This is an optimization exercise on Yosys and OpenROAD, whose aim is small area, a short achievable clock period and few clock cycles per item, not a production implementation.
Only simulation tests tie the RTL to the original design; equivalence was not proved.

==> quartz: inputs <==
## crc_unit
module crc_unit (
    input  wire        clk,
    input  wire        rst,              
    input  wire [6:0]  cfg_width,        
    input  wire [63:0] cfg_poly,         
    input  wire [63:0] cfg_init,
    input  wire [63:0] cfg_xorout,
    input  wire [5:0]  cfg_opts,         
    input  wire [63:0] cfg_prefix,       
    input  wire [3:0]  cfg_prefix_len,   
    input  wire [11:0] cfg_alive_off,
    input  wire        in_valid,
    output wire        in_ready,
    input  wire        in_sof,
    input  wire        in_eof,
    input  wire [3:0]  in_count,         
    input  wire [63:0] in_data,          
    input  wire        discard,
    input  wire        rebase,
    output reg         res_valid,
    output reg  [63:0] res_value,
    output reg  [2:0]  res_verdict,      
    output reg  [31:0] messages,
    output reg  [31:0] rejections
);
    localparam [2:0] V_NONE = 3'd0, V_OK = 3'd1, V_DIFFERS = 3'd2,
                     V_OOS  = 3'd3, V_BASE = 3'd4;
    localparam [3:0] S_RDY  = 4'd0, S_LOAD = 4'd1, S_IDLE = 4'd2, S_P0 = 4'd3, S_P1 = 4'd4, S_P2 = 4'd5, S_P3 = 4'd6, S_PF = 4'd7, S_PC = 4'd8;
    integer i, j;
    genvar  gt, gi;
    reg        rst_q;
    reg [5:0]  opts_q;
    reg [6:0]  w_q;
    reg [11:0] aoff_q;
    reg [3:0]  plen_q;
    reg [63:0] xo_q;
    wire opt_refin  = opts_q[0];
    wire opt_refout = opts_q[1];
  ...
clock: 45.0 ns
lec_check: 0
cap_margin: 20
core_margin: 2
core_utilization: 30
cts_cluster_diameter: 100
cts_cluster_size: 20
setup_slack_margin: 1.5
slew_margin: 20
synth_hierarchical: 1
buffer_ports_args: -buffer_cell sky130_fd_sc_hd__buf_1
standard.sh (not shown) runs the stock make flow with config.mk's settings and CLKGATE_MAP_FILE= SYNTH_SCRIPT=/design/flow/synth_recipe.tcl, a recipe that flattens the netlist after the stock synthesis.
==> flow/flow/run.sh <==
#!/bin/bash
# The standard layout (standard.sh: the standard synthesis and ORFS
# steps, unchanged), with two changes to how the layout is made:
#  - the port buffers that global placement puts on every input and output
#    are sky130_fd_sc_hd__buf_1 (the timing repair sizes up those on
#    slow paths) instead of the default delay cell;
#  - the timing repair steps (floorplan, CTS, global route) aim for more
#    setup slack than the default margin, so that they size up the gates on
#    the slowest paths.  The clock period and constraints are the standard flow's.
# The whole make output goes to standard.log; ORFS keeps each step's log
# under orfs/logs.
set -euo pipefail
echo "export BUFFER_PORTS_ARGS = -buffer_cell sky130_fd_sc_hd__buf_1" >> config.mk
bash standard.sh SETUP_SLACK_MARGIN=35.2 finish > standard.log 2>&1
==> juniper (differences from quartz) <==
--- a/flow/design.v
+++ b/flow/design.v
@@ -22,13 +22,21 @@
     output reg  [2:0]  res_verdict,      
     output reg  [31:0] messages,
     output reg  [31:0] rejections
 );
     localparam [2:0] V_NONE = 3'd0, V_OK = 3'd1, V_DIFFERS = 3'd2,
                      V_OOS  = 3'd3, V_BASE = 3'd4;
-    localparam [3:0] S_RDY  = 4'd0, S_LOAD = 4'd1, S_IDLE = 4'd2, S_P0 = 4'd3, S_P1 = 4'd4, S_P2 = 4'd5, S_P3 = 4'd6, S_PF = 4'd7, S_PC = 4'd8;
+    localparam [3:0] S_RDY  = 4'd0,   
+                     S_LOAD = 4'd1,   
+                     S_IDLE = 4'd2,   
+                     S_P0   = 4'd3,   
+                     S_P1   = 4'd4,   
+                     S_P2   = 4'd5,   
+                     S_P3   = 4'd6,   
+                     S_PF   = 4'd7,   
+                     S_PC   = 4'd8;   
     integer i, j;
     genvar  gt, gi;
     reg        rst_q;
     reg [5:0]  opts_q;
     reg [6:0]  w_q;
     reg [11:0] aoff_q;
@@ -52,15 +60,14 @@
         pref  <= opts_q[2] && (plen_q != 4'd0);
     end
     reg [63:0] poly_q;       
     reg [63:0] mu_q;         
     reg [63:0] start_q;      
     reg [3:0]  seq_q;
-    reg        rdy_q;
-    reg        rdy_o;        
-    assign in_ready = rdy_o;
+    reg        rdy_q;        
+    assign in_ready = rdy_q;
     reg        v0, sof0, eof0, pf0, d0, rb0;
     reg [3:0]  c0;
     reg [8:0]  c0h;          
     reg [63:0] x0;
     reg [16:0] dsx;          
     reg [8:0]  n0_q;         
@@ -221,16 +228,17 @@
             S_P3:    adv = p ? S_PF : S_RDY;
             S_PC:    adv = S_RDY;
             default: adv = s + 4'd1;
         endcase
     endfunction
     wire [3:0] seq_adv  = adv(seq_q, pref);
+    wire       rdy      = (seq_adv == S_RDY);
     wire       pfsel    = (seq_q == S_P3) && pref;
-    wire       x0_poly  = !rdy_q && !pfsel;           
+    wire       x0_poly  = !rdy && !pfsel;             
     wire [3:0] seq_next = restart ? (x0_poly ? S_IDLE : S_LOAD) : seq_adv;
-    wire       capn = rdy_q || pfsel;                 
+    wire       capn = rdy || pfsel;                   
     reg  [8:0] inh, n0, n1, n_seq, n_pf;
     reg [16:0] dsn, ds_pf;
     always @(*) begin
         case (seq_adv)
             S_P0, S_P1: n_seq = 9'b000000010;
             S_P2:       n_seq = 9'b000000100;
@@ -253,33 +261,32 @@
                     n0[0] = n0[0] | (inh[i] & d_next[j]);
                     n1[0] = n1[0] | (inh[i] & k_oh[j]);
                 end
                 dsn[8-i+j] = dsn[8-i+j] | (inh[i] & k_oh[j]);
             end
     end
-    wire        capb  = in_valid && rdy_q;            
-    wire [8:0]  n0_n  = rdy_q ? (in_valid ? n0 : 9'd1) : n_seq;
+    wire        capb  = in_valid && rdy;              
+    wire [8:0]  n0_n  = rdy ? (in_valid ? n0 : 9'd1) : n_seq;
     wire [8:0]  n1_n  = pfsel ? n_pf : n1;
     wire [16:0] dsx_n = pfsel ? ds_pf : capb ? dsn : 17'd0;
     always @(posedge clk) begin
         rst_q  <= rst;
         opts_q <= cfg_opts;
         w_q    <= cfg_width;
         aoff_q <= cfg_alive_off;
         plen_q <= cfg_prefix_len;
         xo_q   <= cfg_xorout;
         seq_q <= seq_next;
         rdy_q <= !restart && (adv(seq_adv, pref) == S_RDY);
-        rdy_o <= !restart && (adv(seq_adv, pref) == S_RDY);
-        v0   <= (in_valid && rdy_q) || (pfsel && !restart);
+        v0   <= (in_valid && rdy) || (pfsel && !restart);
         sof0 <= pfsel || (capb && in_sof);
         eof0 <= !pfsel && capb && in_eof;
         pf0  <= pfsel;
         c0   <= pfsel ? plen_q : capb ? in_count : 4'd0;
         c0h  <= pfsel ? n_pf : capb ? inh : 9'd1;
-        x0   <= rdy_q ? in_data : pfsel ? cfg_prefix : cfg_poly;
+        x0   <= rdy ? in_data : pfsel ? cfg_prefix : cfg_poly;
         d0   <= discard && !in_valid;
         rb0  <= rebase && !in_valid;
         n0_q   <= n0_n;
         n1_q   <= n1_n;
         dsx    <= dsx_n;
         r_poly <= !capn && (seq_adv == S_P0);
==> flow/flow/run.sh (replaced) <==
#!/bin/bash
# The standard layout (standard.sh: the standard synthesis and ORFS
# steps, unchanged), with two changes to how the layout is made:
#  - the port buffers that global placement puts on every input and output
#    are sky130_fd_sc_hd__buf_2 instead of the default delay cell;
#  - the timing repair steps (floorplan, CTS, global route) aim for more
#    setup slack than the default margin, so that they size up the gates on
#    the slowest paths.  The clock period and constraints are the standard flow's.
# The whole make output goes to standard.log; ORFS keeps each step's log
# under orfs/logs.
set -euo pipefail
echo "export BUFFER_PORTS_ARGS = -buffer_cell sky130_fd_sc_hd__buf_2" >> config.mk
bash standard.sh SETUP_SLACK_MARGIN=35.2 finish > standard.log 2>&1
==> flow/config.mk (replaced) <==
export PLATFORM = sky130hd
export DESIGN_NAME = crc_unit
export DESIGN_NICKNAME = crc_unit
export VERILOG_FILES = /design/flow/design.v
export SDC_FILE = /design/flow/constraint.sdc
export NUM_CORES = 8
export LEC_CHECK = 0
export CAP_MARGIN = 20
export CORE_MARGIN = 2
export CORE_UTILIZATION = 40
export CTS_CLUSTER_DIAMETER = 100
export CTS_CLUSTER_SIZE = 20
export SETUP_SLACK_MARGIN = 1.5
export SLEW_MARGIN = 20
export SYNTH_HIERARCHICAL = 1
export BUFFER_PORTS_ARGS = -buffer_cell sky130_fd_sc_hd__buf_2
==> summary.txt <==
item                                                         juniper     quartz
Run status                                  timing/DRC/antenna clean  timing/DRC/antenna clean
Capturing point of the worst reg2reg path                  crc_q[36]  crc_q[29]
Layout Cells excl Fill                                        15,736     16,645
Post-layout minimum cycle time                              10.27 ns   10.30 ns
Number of clock buffer instances in the layout                    62         63
Portion of the layout cell area used by non-clock buffers    0.07852    0.07221
Multi-input gate share of total cell area                     0.7007     0.6936
Gp weighted congestion                                         1.077      1.077
Floorplan die height                                        485.1 µm   557.6 µm
Global-route wire length before repair                      729.2 mm   716.6 mm
Total placed cells including tap cells                        15,556     16,449
Global routing usage on met3                                  0.1652     0.1319
Data arrival time of the critical path                       1.27 ns    1.30 ns
Testbench counts of quartz, summed over its fixed seeds: cycles 12,820, octets 87,825.
Testbench counts of juniper, summed over its fixed seeds: cycles 12,820, octets 87,825.

separate check: timing with driven ports:
The results above use ideal ports. As a check the final layouts listed here were re-extracted and re-timed, cells and wires unchanged.
Step 1 assumes that a clkbuf_16 drives the clock port and a buf_2 every other input.
Step 2 adds t to the input delays and takes it off the output delays; t is the mean of the earliest and latest rising clock arrival at the registers after step 1. Input paths then give back, and output paths get back, about the clock's delay inside the block.
a / b / c = ideal ports / drivers / drivers and shift; a / b = the first two.
| run | shift t [ns] | setup slack, ns | hold slack, ns | worst register clock-pin slew, ns | worst data-port slew with drivers (ns) |
|---|---|---|---|---|---|
| quartz | 0.839 | 34.700 / 34.590 / 34.288 | 0.423 / 0.423 / 0.423 | 0.11 / 0.11 | 0.16 |
| juniper | 0.789 | 34.731 / 34.644 / 34.208 | 0.403 / 0.403 / 0.403 | 0.11 / 0.11 | 0.39 |
After both steps setup and hold are still met in every run listed. The setup slack of juniper, which loses most, moves by -0.087 ns with the drivers and by -0.523 ns with both steps.
